From an optimization exercise on the open Yosys and OpenROAD flow, aimed at small area, a short achievable clock period and few clock cycles per item; shortcuts taken in it are not production practice.
The RTL was checked by simulation tests, not by an equivalence proof against the original design.

### config.mk
export PLATFORM = sky130hd
export DESIGN_NAME = stamp_interp
export DESIGN_NICKNAME = stamp_interp
export VERILOG_FILES = /design/flow/design.v
export SDC_FILE = /design/flow/constraint.sdc
export NUM_CORES = 4
export LEC_CHECK = 0
export CAP_MARGIN = 20
export CORE_MARGIN = 2
export CORE_UTILIZATION = 40
export SLEW_MARGIN = 20
export SYNTH_MEMORY_MAX_BITS = 16384
### constraint.sdc
create_clock -name core_clock -period 13.0 [get_ports {clk}]
set_input_delay 2.6000 -clock core_clock [delete_from_list [all_inputs] [get_ports {clk}]]
set_output_delay 2.6000 -clock core_clock [all_outputs]
set_load 0.01 [all_outputs]
### design.v
module stamp_interp (
    input  wire        clk,
    input  wire        rst,         
    input  wire        in_valid,
    output wire        in_ready,
    input  wire [15:0] y0,          
    input  wire [15:0] y1,          
    input  wire [15:0] y2,          
    input  wire [15:0] y3,          
    input  wire [23:0] dt,          
    input  wire [23:0] pout,        
    output wire        out_valid,
    input  wire        out_ready,
    output wire [15:0] angle
);
    localparam [2:0] S_IDLE  = 3'd0,
                     S_DIV   = 3'd1,
                     S_MAC   = 3'd2,
                     S_BLEND = 3'd3,
                     S_OUT   = 3'd4;
    function [63:0] coef(input [6:0] p);
        begin
            case (p)
      7'd0: coef = 64'h0000400000000000;  
      7'd1: coef = 64'hff843ff60088fffe;  
      7'd2: coef = 64'hff103fd9011ffff8;  
      7'd3: coef = 64'hfea33fa901c5ffef;  
      7'd4: coef = 64'hfe3e3f66027affe2;  
      7'd5: coef = 64'hfde03f12033cffd2;  
      7'd6: coef = 64'hfd893eac040cffbf;  
      7'd7: coef = 64'hfd393e3604e8ffa9;  
      7'd8: coef = 64'hfcf03db005d0ff90;  
      7'd9: coef = 64'hfcad3d1a06c4ff75;  
      7'd10: coef = 64'hfc713c7607c2ff57;  
      7'd11: coef = 64'hfc3a3bc308cbff38;  
      7'd12: coef = 64'hfc0a3b0209deff16;  
      7'd13: coef = 64'hfbdf3a340afafef3;  
      7'd14: coef = 64'hfbba39590c1ffece;  
      7'd15: coef = 64'hfb9b38720d4cfea7;  
      7'd16: coef = 64'hfb8037800e80fe80;  
      7'd17: coef = 64'hfb6a36830fbbfe58;  
      7'd18: coef = 64'hfb5a357b10fdfe2e;  
      7'd19: coef = 64'hfb4e34691245fe04;  
      7'd20: coef = 64'hfb46334e1392fdda;  
      7'd21: coef = 64'hfb43322a14e4fdaf;  
      7'd22: coef = 64'hfb4330fe163afd85;  
      7'd23: coef = 64'hfb482fcb1793fd5a;  
      7'd24: coef = 64'hfb502e9018f0fd30;  
      7'd25: coef = 64'hfb5c2d4f1a4ffd06;  
      7'd26: coef = 64'hfb6b2c081bb0fcdd;  
      7'd27: coef = 64'hfb7d2abb1d13fcb5;  
      7'd28: coef = 64'hfb92296a1e76fc8e;  
      7'd29: coef = 64'hfbaa28141fdafc68;  
      7'd30: coef = 64'hfbc426bb213dfc44;  
      7'd31: coef = 64'hfbe1255f229ffc21;  
      7'd32: coef = 64'hfc0024002400fc00;  
      7'd33: coef = 64'hfc21229f255ffbe1;  
      7'd34: coef = 64'hfc44213d26bbfbc4;  
      7'd35: coef = 64'hfc681fda2814fbaa;  
      7'd36: coef = 64'hfc8e1e76296afb92;  
      7'd37: coef = 64'hfcb51d132abbfb7d;  
      7'd38: coef = 64'hfcdd1bb02c08fb6b;  
      7'd39: coef = 64'hfd061a4f2d4ffb5c;  
      7'd40: coef = 64'hfd3018f02e90fb50;  
      7'd41: coef = 64'hfd5a17932fcbfb48;  
      7'd42: coef = 64'hfd85163a30fefb43;  
      7'd43: coef = 64'hfdaf14e4322afb43;  
      7'd44: coef = 64'hfdda1392334efb46;  
      7'd45: coef = 64'hfe0412453469fb4e;  
      7'd46: coef = 64'hfe2e10fd357bfb5a;  
      7'd47: coef = 64'hfe580fbb3683fb6a;  
      7'd48: coef = 64'hfe800e803780fb80;  
      7'd49: coef = 64'hfea70d4c3872fb9b;  
      7'd50: coef = 64'hfece0c1f3959fbba;  
      7'd51: coef = 64'hfef30afa3a34fbdf;  
      7'd52: coef = 64'hff1609de3b02fc0a;  
      7'd53: coef = 64'hff3808cb3bc3fc3a;  
      7'd54: coef = 64'hff5707c23c76fc71;  
      7'd55: coef = 64'hff7506c43d1afcad;  
      7'd56: coef = 64'hff9005d03db0fcf0;  
      7'd57: coef = 64'hffa904e83e36fd39;  
      7'd58: coef = 64'hffbf040c3eacfd89;  
      7'd59: coef = 64'hffd2033c3f12fde0;  
      7'd60: coef = 64'hffe2027a3f66fe3e;  
      7'd61: coef = 64'hffef01c53fa9fea3;  
      7'd62: coef = 64'hfff8011f3fd9ff10;  
      7'd63: coef = 64'hfffe00883ff6ff84;  
      7'd64: coef = 64'h0000000040000000;  
      default: coef = 64'h0;
            endcase
        end
    endfunction
    function signed [35:0] phase_sum(input [63:0] h,
                                     input [15:0] a, input [15:0] b,
                                     input [15:0] c, input [15:0] d);
        reg signed [35:0] p0, p1, p2, p3;
        begin
            p0 = $signed(h[63:48]) * $signed({1'b0, a});
            p1 = $signed(h[47:32]) * $signed({1'b0, b});
            p2 = $signed(h[31:16]) * $signed({1'b0, c});
            p3 = $signed(h[15:0])  * $signed({1'b0, d});
            phase_sum = p0 + p1 + p2 + p3;
        end
    endfunction
    reg  [2:0]  state;
    reg  [15:0] ry0, ry1, ry2, ry3;
    reg  [23:0] rp;
    reg  [23:0] rem;
    reg  [13:0] u;
    reg  [3:0]  step;
    reg  signed [35:0] va, vb;
    reg  [15:0] result;
    wire [24:0] rem2   = {rem, 1'b0};
    wire        ge     = rem2 >= {1'b0, rp};
    wire [24:0] rem_nx = ge ? rem2 - {1'b0, rp} : rem2;
    wire [5:0]  phi = u[13:8];
    wire [7:0]  r   = u[7:0];
    wire signed [47:0] blend = va * $signed({1'b0, 9'd256 - {1'b0, r}})
                             + vb * $signed({2'b0, r})
                             + 48'sd2097152;
    wire signed [25:0] shifted = blend[47:22];
    wire [15:0] sat = shifted < 0         ? 16'h0000 :
                      shifted > 26'sd65535 ? 16'hFFFF : shifted[15:0];
    always @(posedge clk) begin
        if (rst) begin
            state <= S_IDLE;
        end else begin
            case (state)
                S_IDLE: if (in_valid) begin
                    ry0   <= y0;
                    ry1   <= y1;
                    ry2   <= y2;
                    ry3   <= y3;
                    rp    <= pout;
                    rem   <= dt;
                    step  <= 4'd0;
                    state <= S_DIV;
                end
                S_DIV: begin
                    rem  <= rem_nx[23:0];
                    u    <= {u[12:0], ge};
                    step <= step + 4'd1;
                    if (step == 4'd13)
                        state <= S_MAC;
                end
                S_MAC: begin
                    va    <= phase_sum(coef({1'b0, phi}), ry0, ry1, ry2, ry3);
                    vb    <= phase_sum(coef({1'b0, phi} + 7'd1), ry0, ry1, ry2, ry3);
                    state <= S_BLEND;
                end
                S_BLEND: begin
                    result <= sat;
                    state  <= S_OUT;
                end
                S_OUT: if (out_ready)
                    state <= S_IDLE;
                default: state <= S_IDLE;
            endcase
        end
    end
    assign in_ready  = (state == S_IDLE);
    assign out_valid = (state == S_OUT);
    assign angle     = result;
endmodule
### run.sh
#!/bin/bash
# synth_recipe.tcl (not shown) runs the flow's synth.tcl, then flattens the netlist and writes it again
# the make line also repeats each setting of config.mk as NAME=value (left out here)
make -C /OpenROAD-flow-scripts/flow DESIGN_CONFIG=/design/flow/config.mk WORK_HOME=/design/flow/orfs CLKGATE_MAP_FILE= SYNTH_SCRIPT=/design/flow/synth_recipe.tcl finish
==> run notes <==
==> synthesized netlist by cell type, drive strengths merged (24+ instances only) <==
library cell	number
a211oi	59
a21o	55
a21oi	299
a311oi	53
a31oi	48
and2	1120
buf	138
clkbuf	420
dfxtp	53
edfxtp	218
fa	2436
ha	1005
inv	2833
mux2i	29
nand2	1481
nand2b	41
nand3	75
nand4	24
nor2	299
nor3	68
o211ai	51
o21ai	229
o22ai	30
xnor2	72
xor2	42
==> worst max-delay path, delay by kind of cell (launching register included) <==
family / cells / cell delay [ns]
fa+ha+maj: 11 / 5.10
compound gates: 11 / 2.99
buf+inv: 11 / 1.29
simple gates: 5 / 1.09
xor+xnor: 1 / 0.60
flops: 1 / 0.55
==> metal layers <==
layer,track usage (%),vias up
li1,-,34050
met1,32.76,41230
met2,45.96,3140
met3,4.900,1017
met4,13.58,14
met5,0,-
==> metrics by stage <==
| stage | hold WS, ns | cell area [µm²] |
|---|---|---|
| 2_1_floorplan | 0.4206 | 105500 |
| 3_3_place_gp | 0.5314 | 110900 |
| 3_5_place_dp | 0.5698 | 111000 |
| 4_1_cts | 0.5702 | 112200 |
| 5_1_grt | 0.5997 | 112300 |
| 6_report | 0.5761 | 112300 |
==> final cells by class <==
type	instances	area (µm²)
Antenna cell	10	25.02
Timing Repair Buffer	361	3141
Clock inverter	21	173.9
Tap cell	3515	4398
Fill cell	25430	150000
Inverter	2836	10650
Sequential cell	271	7610
Clock buffer	49	1031
Multi-Input combinational cell	7829	85260
==> kinds of logic (layout without fill, tap and decap cells) <==
kind of cell	after synthesis	after routing	synth area share (%)
simple gates	3207	3207	14.72
buf+inv	3394	3267	12.24
xor+xnor	114	114	0.9645
compound gates	1033	1033	6.354
mux	34	34	0.3429
flops	271	271	7.213
fa+ha+maj	3441	3441	58.16
other cells	0	10	0
==> worst paths after layout <==
kind | slack [ns] | to | depth (start not counted)
hold reg to reg | 0.58 | state[1] | 1
hold / removal | 0.58 | state[1] | 1
setup reg to reg | 1.10 | vb[33] | 39
setup / recovery | 1.10 | vb[33] | 39
==> reports/results.tsv <==
metric	value	unit
status	finished clean	
most common cell after layout, fill and taps aside	inv_1	
Post-Layout Cell Count	14890	
Crit path arrival time	12.35	ns
Rows	188	
largest cells by area after synthesis	fa_1 46%, ha_1 12%, inv_1 10%	
setup_tns	0	ns
Post-synth EDFFs	218	
CTS Hold Bufs	0	
layout cells sized above 1	3.290	%
Avg Synthesized Cell Area	9.175	µm²
WP data required	13.45	ns
CP startpoint kind	flip-flop	
met1 wire length	137700	µm
Tot GR Track Use	27.00	%
Mapped Area	105500	µm²
slowest CP cell	a211oi_4	
Nets	14900	
Final WS setup	1.097	ns
clk slew on worst S/H paths	0.07	ns
Seq/Total Area, Yosys	7.213	%
via/cell ratio	5.335	
max_cap viols	0	
Yosys top cell by area	fa_1	
top cell type's share of synthesized area	46.24	%
Root Driver	clkbuf_16	
Num CTS Buffers	39	
largest net degree at the start of global routing	65	
number of global-route vias before repair	89480	
worst-path fanout max	28	
Cell Count Post-Placement	14810	
commonest cells after routing, fill and taps aside	2829 x inv_1, 2436 x fa_1, 1481 x nand2_1, 1119 x and2_1, 1004 x ha_1	
Final Max Tran Viols	0	
Clock Sinks	271	
drt initial violations	5432	
via count	79450	
synth warn	1	
normalized max-slew margin	19.57	%
Mapped Nets	15050	
cell mode on critical path	fa_1	
Least-Margin Pin Slew	1.198	ns
FF-to-FF Start	u[8]	
register bit total from synthesis	271	
max incr delay on CP	0.77	ns
clock skew	0.05853	ns
first-pass GRT wire length	542800	µm
post-DP HPWL	291800	µm
num ports	134	
routed length per instance	23.83	µm
kind of critical path	reg -> reg	
final setup violation count	0	
WL final	354900	µm
Antenna Nets Post-Route	0	
post-cts resize count	0	
met3 wire length	25640	µm
CTS tree	done	
dpl ws	1.181	ns
min cycle time layout	11.90	ns
Post-route DRC	0	
Placer Congestion	0.9529	
DR top layer	met5	
fin crit share	91.56	%
cell count after synthesis	11490	
antenna violations before repair	28	
Post-CTS Setup Repair Bufs	0	
port bufs	133	
Hold Vio Cnt, Final	0	
Final Util	42.81	%
Unique masters post-synth	96	
ys async rst share	0	%
hold crit path type	reg -> reg	
Die Ht	517.5	µm
ys flop type	edfxtp_1	
deepest clock path buffer count	3	
H-tree depth	2	
total grt overflow	0	
die area	267800	µm²
Skew-Pair Late Insertion Delay	0.71	ns
Area Overhead vs Synth	6.472	%
Worst Setup End Kind	flip-flop	
Starting Density	40.21	%
core area	262300	µm²
Detail Route met2 WL	170900	µm
RSZ-0062 raised after global routing	false	
DRT Pass-1 Iters	6	
Peak Freq	84.01	MHz
Die W	517.5	µm
Hold Startpoint	state[2]	
start point of the critical path	u[8]	
Testbench counts, summed over its fixed seeds: cycles 57,600, items 3,200.

==> afterwards: timing with drivers on the ports <==
How much do the figures lean on ideal ports? The routed layout below was timed once more, with nothing changed but the port constraints.
Step 1 assumes that a clkbuf_16 drives the clock port and a buf_2 every other input.
Step 2 also shifts input and output timing later by t, the mid clock arrival at the registers, as if the neighbouring blocks saw the same clock.
a / b / c = no drivers / after step 1 / after step 2; a / b = the first two.
t (ns): 0.783
setup WS [ns]: 1.097 / 1.097 / 1.097
hold slack, ns: 0.576 / 0.576 / 0.576
worst slew at a driven data input, ns: 0.06
pins driven straight from the clock port: 1
After both steps setup and hold are still met in this run. The setup slack of this run moves by 0.000 ns with the drivers and by 0.000 ns with both steps.
